Context: an optimization exercise on an open-source flow, tuned for small area. The choices shown serve that exercise and are no tape-out recipe.
In this exercise RTL edits were held to simulation tests only and were not proved equivalent to the original.

==> flow/design.v <==
module cvu_crc (
    input  wire [1:0]  poly,
    input  wire [31:0] val,
    input  wire [31:0] data,
    input  wire [1:0]  nb,
    output reg  [31:0] val_out
);
    function [31:0] fold_byte(input [1:0] p, input [31:0] c_in, input [7:0] b);
        integer i;
        reg [31:0] c;
        begin
            case (p)
                2'd0, 2'd1: begin
                    c = c_in ^ {24'd0, b};
                    for (i = 0; i < 8; i = i + 1)
                        c = c[0] ? ((c >> 1) ^ (p[0] ? 32'h82F63B78 : 32'hEDB88320)) : (c >> 1);
                end
                2'd2: begin
                    c = {16'd0, c_in[15:0] ^ {b, 8'd0}};
                    for (i = 0; i < 8; i = i + 1)
                        c = c[15] ? (((c << 1) ^ 32'h1021) & 32'hFFFF) : ((c << 1) & 32'hFFFF);
                end
                default: begin
                    c = {24'd0, c_in[7:0] ^ b};
                    for (i = 0; i < 8; i = i + 1)
                        c = c[7] ? (((c << 1) ^ 32'h2F) & 32'hFF) : ((c << 1) & 32'hFF);
                end
            endcase
            fold_byte = c;
        end
    endfunction
    wire [31:0] v1 = fold_byte(poly, val, data[7:0]);
    wire [31:0] v2 = fold_byte(poly, v1,  data[15:8]);
    wire [31:0] v3 = fold_byte(poly, v2,  data[23:16]);
    wire [31:0] v4 = fold_byte(poly, v3,  data[31:24]);
    always @* begin
        casez (nb)
            2'b00:   val_out = v1;
            2'b01:   val_out = v2;
            default: val_out = v4;
        endcase
    end
endmodule
module cvu (
    input  wire        clk,
    input  wire        rst,
    input  wire        me,
    input  wire        e_ctrl, e_val, e_res, e_tx, e_rx, e_last, e_sync, e_exp, e_rej, e_stat,
    input  wire [31:0] wd,           
    input  wire [31:0] val_new,
    input  wire [31:0] res_new,
    input  wire [15:0] tx_new,
    input  wire [15:0] last_new,
    input  wire [31:0] exp_new,
    input  wire [31:0] rej_new,
    input  wire [2:0]  stat_new,
    output reg  [1:0]  poly,
    output reg         aen,
    output reg         mode,
    output reg  [3:0]  win,
    output reg         sync,
    output reg  [31:0] val,
    output reg  [31:0] res,
    output reg  [15:0] tx,
    output reg  [15:0] rx,
    output reg  [15:0] last,
    output reg  [31:0] expv,
    output reg  [2:0]  stat,
    output reg  [31:0] rej,
    output reg         done
);
    always @(posedge clk) begin
        if (rst | (me & e_ctrl)) begin
            poly <= wd[1:0];
            aen  <= wd[2];
            mode <= wd[3];
            win  <= {wd[7], wd[6] | rst, wd[5:4]};
        end
        if (rst | (me & e_ctrl))
            sync <= wd[8];
        else if (me & e_sync)
            sync <= 1'b0;
        if (rst | (me & e_val))  val  <= val_new;
        if (rst | (me & e_res))  res  <= res_new;
        if (rst | (me & e_stat)) stat <= stat_new;
        if (rst | (me & e_tx))   tx   <= tx_new;
        if (rst | (me & e_rx))   rx   <= wd[15:0];
        if (rst | (me & e_last)) last <= last_new;
        if (rst | (me & e_exp))  expv <= exp_new;
        if (rst | (me & e_rej))  rej  <= rej_new;
        done <= ~rst & me & e_res;
    end
endmodule
module cvu_pair (
    input  wire        clk,
    input  wire        rst,
    input  wire        sel,
    input  wire        we,
    input  wire [6:0]  addr,
    input  wire [31:0] wdata,
    output reg  [31:0] rdata,
    output wire [1:0]  done
);
    localparam W_CTRL   = 6'h00;
    localparam W_CMD    = 6'h01;
    localparam W_VAL    = 6'h02;
    localparam W_RESULT = 6'h03;
    localparam W_TX     = 6'h04;
    localparam W_RX     = 6'h05;
    localparam W_LAST   = 6'h06;
    localparam W_EXPECT = 6'h07;
    localparam W_STAT   = 6'h08;
    localparam W_REJ    = 6'h09;
    localparam W_DATA1  = 6'h0C;
    localparam W_DATA2  = 6'h0D;
    localparam W_DATA4  = 6'h0E;
    wire [5:0] widx = addr[5:0];
    wire       u    = addr[6];
    wire       wr   = sel & we;
    wire [1:0]  poly0, poly1;
    wire        aen0, aen1, mode0, mode1, sync0, sync1;
    wire [3:0]  win0, win1;
    wire [31:0] val0, val1, res0, res1, exp0, exp1, rej0, rej1;
    wire [15:0] tx0, tx1, rx0, rx1, last0, last1;
    wire [2:0]  stat0, stat1;
    wire [1:0]  poly_s = u ? poly1 : poly0;
    wire        aen_s  = u ? aen1  : aen0;
    wire        mode_s = u ? mode1 : mode0;
    wire        sync_s = u ? sync1 : sync0;
    wire [3:0]  win_s  = u ? win1  : win0;
    wire [31:0] val_s  = u ? val1  : val0;
    wire [31:0] res_s  = u ? res1  : res0;
    wire [31:0] exp_s  = u ? exp1  : exp0;
    wire [31:0] rej_s  = u ? rej1  : rej0;
    wire [15:0] tx_s   = u ? tx1   : tx0;
    wire [15:0] rx_s   = u ? rx1   : rx0;
    wire [15:0] last_s = u ? last1 : last0;
    wire [2:0]  stat_s = u ? stat1 : stat0;
    wire w16 = ~poly_s[1] | ~poly_s[0];    
    wire w32 = ~poly_s[1];                 
    wire [31:0] mask = {{16{w32}}, {8{w16}}, 8'hFF};
    wire i_ctrl = widx == W_CTRL;
    wire i_cmd  = widx == W_CMD;
    wire i_val  = widx == W_VAL;
    wire i_tx   = widx == W_TX;
    wire i_rx   = widx == W_RX;
    wire i_last = widx == W_LAST;
    wire i_exp  = widx == W_EXPECT;
    wire i_d1   = widx == W_DATA1;
    wire i_d2   = widx == W_DATA2;
    wire i_d4   = widx == W_DATA4;
    wire i_data = i_d1 | i_d2 | i_d4;
    wire start  = i_cmd & wdata[0];
    wire finish = i_cmd & wdata[1];
    wire clrrej = i_cmd & wdata[2];
    wire [15:0] alive_s = mode_s ? rx_s : tx_s;
    wire [31:0] fold_in = i_data ? val_s : 32'hFFFF_FFFF;
    wire [31:0] fold_d  = i_data ? wdata : {16'd0, alive_s};
    wire [1:0]  fold_n  = i_data ? {i_d4, i_d2} : 2'b01;
    wire [31:0] folded;
    cvu_crc u_crc (.poly(poly_s), .val(fold_in), .data(fold_d), .nb(fold_n), .val_out(folded));
    wire [31:0] val_new = rst ? 32'd0 :
                          i_val ? (wdata & mask) :
                          (i_cmd & ~aen_s) ? mask : folded;
    wire [31:0] xorout  = {{16{w32}}, {8{w32}}, {8{w32 | poly_s[0]}}};
    wire [31:0] res_new = rst ? 32'd0 : (val_s ^ xorout) & mask;
    wire [31:0] diff    = res_new ^ exp_s;
    wire        crc_bad = (|diff[7:0]) | (w16 & |diff[15:8]) | (w32 & |diff[31:16]);
    wire [15:0] d       = rx_s - last_s;
    wire [3:0]  win     = (win_s == 4'd0) ? 4'd1 : win_s;
    wire        in_win  = (d[15:4] == 12'd0) && (d[3:0] != 4'd0) && (d[3:0] <= win);
    wire        alive_bad = aen_s & ~sync_s & ~in_win;
    wire        pass    = ~crc_bad & ~alive_bad;
    wire [2:0]  stat_new = (rst | ~mode_s) ? 3'd0 : {alive_bad, crc_bad, pass};
    wire [15:0] tx_new   = rst ? 16'd0 : i_tx ? wdata[15:0] : tx_s + 16'd1;
    wire [15:0] last_new = rst ? 16'd0 : i_last ? wdata[15:0] : rx_s;
    wire [31:0] rej_new  = (rst | clrrej) ? 32'd0 : rej_s + 32'd1;
    wire        rej_max  = &rej_s;
    wire [31:0] wd_g     = rst ? 32'd0 : wdata;
    wire [31:0] exp_new  = wd_g & mask;
    wire e_ctrl = wr & i_ctrl;
    wire e_val  = wr & (i_val | i_data | start);
    wire e_res  = wr & finish;
    wire e_tx   = wr & (i_tx | (finish & ~mode_s & aen_s));
    wire e_rx   = wr & i_rx;
    wire e_last = wr & (i_last | (finish & mode_s & pass & aen_s));
    wire e_sync = wr & finish & mode_s & pass & aen_s;
    wire e_exp  = wr & i_exp;
    wire e_rej  = wr & (clrrej | (finish & mode_s & ~pass & ~rej_max));
    cvu u_cvu2 (
        .clk(clk), .rst(rst), .me(~u),
        .e_ctrl(e_ctrl), .e_val(e_val), .e_res(e_res), .e_tx(e_tx), .e_rx(e_rx),
        .e_last(e_last), .e_sync(e_sync), .e_exp(e_exp), .e_rej(e_rej), .e_stat(e_res),
        .wd(wd_g), .val_new(val_new), .res_new(res_new), .tx_new(tx_new),
        .last_new(last_new), .exp_new(exp_new), .rej_new(rej_new), .stat_new(stat_new),
        .poly(poly0), .aen(aen0), .mode(mode0), .win(win0), .sync(sync0),
        .val(val0), .res(res0), .tx(tx0), .rx(rx0), .last(last0), .expv(exp0),
        .stat(stat0), .rej(rej0), .done(done[0])
    );
    cvu u_cvu3 (
        .clk(clk), .rst(rst), .me(u),
        .e_ctrl(e_ctrl), .e_val(e_val), .e_res(e_res), .e_tx(e_tx), .e_rx(e_rx),
        .e_last(e_last), .e_sync(e_sync), .e_exp(e_exp), .e_rej(e_rej), .e_stat(e_res),
        .wd(wd_g), .val_new(val_new), .res_new(res_new), .tx_new(tx_new),
        .last_new(last_new), .exp_new(exp_new), .rej_new(rej_new), .stat_new(stat_new),
        .poly(poly1), .aen(aen1), .mode(mode1), .win(win1), .sync(sync1),
        .val(val1), .res(res1), .tx(tx1), .rx(rx1), .last(last1), .expv(exp1),
        .stat(stat1), .rej(rej1), .done(done[1])
    );
    reg [31:0] rd_raw;
    always @* begin
        case (widx)
            W_CTRL:   rd_raw = {23'd0, sync_s, win_s, mode_s, aen_s, poly_s};
            W_VAL:    rd_raw = val_s;
            W_RESULT: rd_raw = res_s;
            W_TX:     rd_raw = {16'd0, tx_s};
            W_RX:     rd_raw = {16'd0, rx_s};
            W_LAST:   rd_raw = {16'd0, last_s};
            W_EXPECT: rd_raw = exp_s;
            W_STAT:   rd_raw = {29'd0, stat_s};
            W_REJ:    rd_raw = rej_s;
            default:  rd_raw = 32'd0;
        endcase
        rdata = rd_raw & (mask | ~{32{i_val | (widx == W_RESULT) | i_exp}});
    end
endmodule
==> flow/run.sh <==
#!/bin/bash
# synth_recipe.tcl (not shown) runs the flow's synth.tcl, then flattens the netlist and writes it again
# the make line also repeats each setting of config.mk as NAME=value (left out here)
make -C /OpenROAD-flow-scripts/flow DESIGN_CONFIG=/design/flow/config.mk WORK_HOME=/design/flow/orfs CLKGATE_MAP_FILE= SYNTH_SCRIPT=/design/flow/synth_recipe.tcl finish
==> flow/config.mk <==
export PLATFORM = sky130hd
export DESIGN_NAME = cvu_pair
export DESIGN_NICKNAME = cvu_pair
export VERILOG_FILES = /design/flow/design.v
export SDC_FILE = /design/flow/constraint.sdc
export NUM_CORES = 4
export LEC_CHECK = 0
export CAP_MARGIN = 20
export CORE_MARGIN = 2
export CORE_UTILIZATION = 40
export PLACE_DENSITY = 0.6
export SLEW_MARGIN = 20
==> flow/constraint.sdc <==
create_clock -name core_clock -period 10.0 [get_ports {clk}]
set_input_delay 2.0000 -clock core_clock [delete_from_list [all_inputs] [get_ports {clk}]]
set_output_delay 2.0000 -clock core_clock [all_outputs]
set_load 0.01 [all_outputs]
==> impl_metrics.json <==
{
  "drive_gt1_share_pct": 27.5,
  "ioPinCount": 77,
  "grt_pass1_vias": 26900,
  "die-area_um2": 81900,
  "async_reset_ff_share_pct": 0,
  "cts_inserted_buffers": 36,
  "port_buffers": 76,
  "die_x_um": 286,
  "setup_violations": 0,
  "cts_tree": "built",
  "synthToLayoutAreaGrowth_pct": 27.9,
  "first_pass_iters": 7,
  "worst_pin_slew_ns": 1.15,
  "synth.cell_area_um2": 31800,
  "hold_viol_final": 0,
  "cts_htree_levels": 2,
  "fin_tns_setup_ns": 0,
  "reg2reg_depth": 32,
  "place.gp.congestion": 0.998,
  "grt-ovfl-total": 0,
  "relSlewSlack_pct": 23.3,
  "max_freq_mhz": 102,
  "clkSinkCount": 378,
  "vias_per_cell": 5.82,
  "grt_max_degree": 74,
  "drv_cap": 0,
  "rrSetupSlack_ns": 1.53,
  "worstSetupEndpoint": "u_cvu3.val[16]",
  "outcome": "complete, no violations",
  "final_cell_mix": "buf_4, xnor2_1, edfxtp_1, nor2_1, mux2i_1",
  "synth_seq_cells": 378,
  "syn_avg_cell_area_um2": 10.1,
  "startpoint_type": "primary input",
  "antenna_found_initial": 7,
  "crit_start": "addr[0]",
  "cp_slowest_stage_delay_ns": 0.53,
  "fin_nets": 3833,
  "crit_type": "in -> reg",
  "layout_commonest_cell": "buf_4",
  "synth_area_leader_cell": "edfxtp_1",
  "num_vias": 28200,
  "r2r-start": "u_cvu3.mode",
  "stdcell_area_um2": 40700,
  "crit_arrival_ns": 10.12,
  "row_count": 103,
  "cts-root-buf": "clkbuf_16",
  "drt-wirelength-per-cell_um": 26.6,
  "hp-class": "reg -> reg",
  "final_antenna_net_count": 0,
  "fin_util_pct": 51.7,
  "postSynthCellCount": 3145,
  "endpoint_kind": "flop",
  "synth.area.top_cells": "edfxtp_1, xnor2_1, mux2i_1, xor2_1, xnor3_1",
  "insertedDiodeCount": 0,
  "grt_pass1_wl_mm": 184,
  "cts.path.max_buffers": 3,
  "place_area_um2": 38300,
  "grt_util_all_layers_pct": 30.4,
  "critical_path.max_fanout": 18,
  "initial_core_util_pct": 40.4,
  "cp_slowest_cell": "xnor3_2",
  "yosysWarnings": 3,
  "core_area_um2": 78900,
  "reg2reg_to": "u_cvu3.val[16]",
  "fin_crit_sh_pct": 98.4,
  "clock_latency_ns": 0.55,
  "cpMostUsedCell": "buf_4",
  "fin_crit_ns": 9.84,
  "hpwl_mm": 99.8,
  "netlist.area_leader.share_pct": 35.5,
  "synth_cell_types": 113,
  "syn_nets": 3210,
  "crit_required_ns": 10.28,
  "finalClockSkew_ns": 0.0121,
  "hold_buffers": 0,
  "chipHeight_um": 286,
  "maxSlewViolCount": 0,
  "synth.yosys.seq_area_share_pct": 35.6,
  "synthFlopType": "edfxtp_1",
  "clk_pin_slew_ns": 0.06,
  "synth_edf_count": 376,
  "drc": 0,
  "drt_wl_total_mm": 129,
  "drtIter0Drc": 3346
}
what timing repair did:
| action | CTS | global route |
|---|---|---|
| endpoints found under the setup margin | 52 | 64 |
| endpoints found under the hold margin | 0 | 0 |
| gates cloned | 0 | 1 |
| resized for setup | 21 | 148 |
| pin swaps | 4 | 64 |
| setup buffers | 2 | 48 |
worst min-delay path by stage:
stage	from	endpoint	slack [ns]	cells past startpoint
2_1_floorplan	u_cvu3.rej[0]	u_cvu2.rej[0]	0.68	2
3_3_place_gp	u_cvu3.rej[0]	u_cvu2.rej[0]	0.74	2
3_5_place_dp	u_cvu2.rej[0]	u_cvu3.rej[0]	0.76	2
4_1_cts	u_cvu3.sync	u_cvu2.stat[2]	0.77	3
5_1_grt	u_cvu2.rej[0]	u_cvu3.rej[0]	0.79	2
6_report	u_cvu2.rej[0]	u_cvu3.rej[0]	0.76	2
flip-flops by register name (all words and copies together), names as in the netlist, 32 cells and up:
signal / cells
u_cvu3.rej: 32
u_cvu3.val: 32
u_cvu2.rej: 32
u_cvu3.res: 32
u_cvu2.val: 32
u_cvu2.res: 32
u_cvu2.expv: 32
u_cvu3.expv: 32
cell type report:
class / instances / area (µm²)
Clock inverter: 23 / 191
Clock buffer: 40 / 916
Sequential cell: 378 / 11300
Timing Repair Buffer: 782 / 6330
Inverter: 34 / 128
Tap cell: 1050 / 1310
Multi-Input combinational cell: 2536 / 20500
Fill cell: 7211 / 38100
through the flow:
step	worst slack (ns)	hold slack [ns]	cells
2_1_floorplan	-0.00192	0.680	3145
5_1_grt	-0.0152	0.794	4843
4_1_cts	0.00851	0.768	4793
3_5_place_dp	-0.969	0.760	4728
6_report	0.160	0.757	4843
3_3_place_gp	-0.933	0.743	4728
cells in the mapped netlist (all sizes together) (6+ instances only):
cell type,count
mux2i,227
o221ai,22
clkbuf,109
a22oi,38
o21ai,117
xor3,16
or2,11
o21a,8
or4,7
nand2b,34
xnor3,60
and3,25
o211ai,11
a21oi,147
mux2,54
nand2,209
nand4,8
o21bai,12
o22ai,82
nand3,35
nor3,64
a2bb2oi,9
ha,21
nor2,328
nand3b,6
buf,88
xnor2,500
a21o,32
edfxtp,376
nor4,25
or3,18
a211oi,68
inv,32
and2,44
nor2b,16
a31oi,20
xor2,157
o22a,6
a221oi,16
o211a,8
a211o,11
critical path: cells and delay by family:
family	cells	cell delay, ns
AOI/OAI and AO/OA	6	1.39
xor gates and xnor gates	10	3.11
muxes	1	0.27
buffers and inverters	9	1.76
and+or+nand+nor	9	1.54
metal layers:
metal,part of all wire [%],vias up,track usage (%)
li1,-,12600,-
met1,41,13700,41.4
met4,5.7,4,15.6
met2,45,1484,47.7
met5,0.018,-,0
met3,8.5,305,3.70
cells by family (layout without fill, tap and decap cells):
group           Yosys count  count (layout)  share of synthesized area [%]
simple gates            848             848                           12.5
xor+xnor                733             733                           24.6
compound gates          652             652                           13.9
flops                   378             378                           35.6
mux                     281             281                           9.37
buf+inv                 231             879                           3.15
fa+ha+maj                22              22                          0.888

what the ideal ports hide:
In the flow no input, the clock included, has a driving cell. The finished layout below was timed again as built, in two steps. Step 1, drivers: a clkbuf_16 drives clk and a buf_2 each remaining input, both assumed. Step 2 also shifts input and output timing later by t, the mid clock arrival at the registers, as if the neighbouring blocks saw the same clock. Three values: ideal ports, drivers, drivers and shift; two values: the first two.
t (ns): 0.593
slack for setup (ns): 0.160 / 0.187 / -0.406
clock arrival spread, ns: 0.015 / 0.015
worst register clock-pin slew, ns: 0.07 / 0.07
Met with ideal ports but missed after step 2: setup timing in this run. For this run, drivers alone change the setup slack by +0.027 ns; drivers and shift together by -0.566 ns.
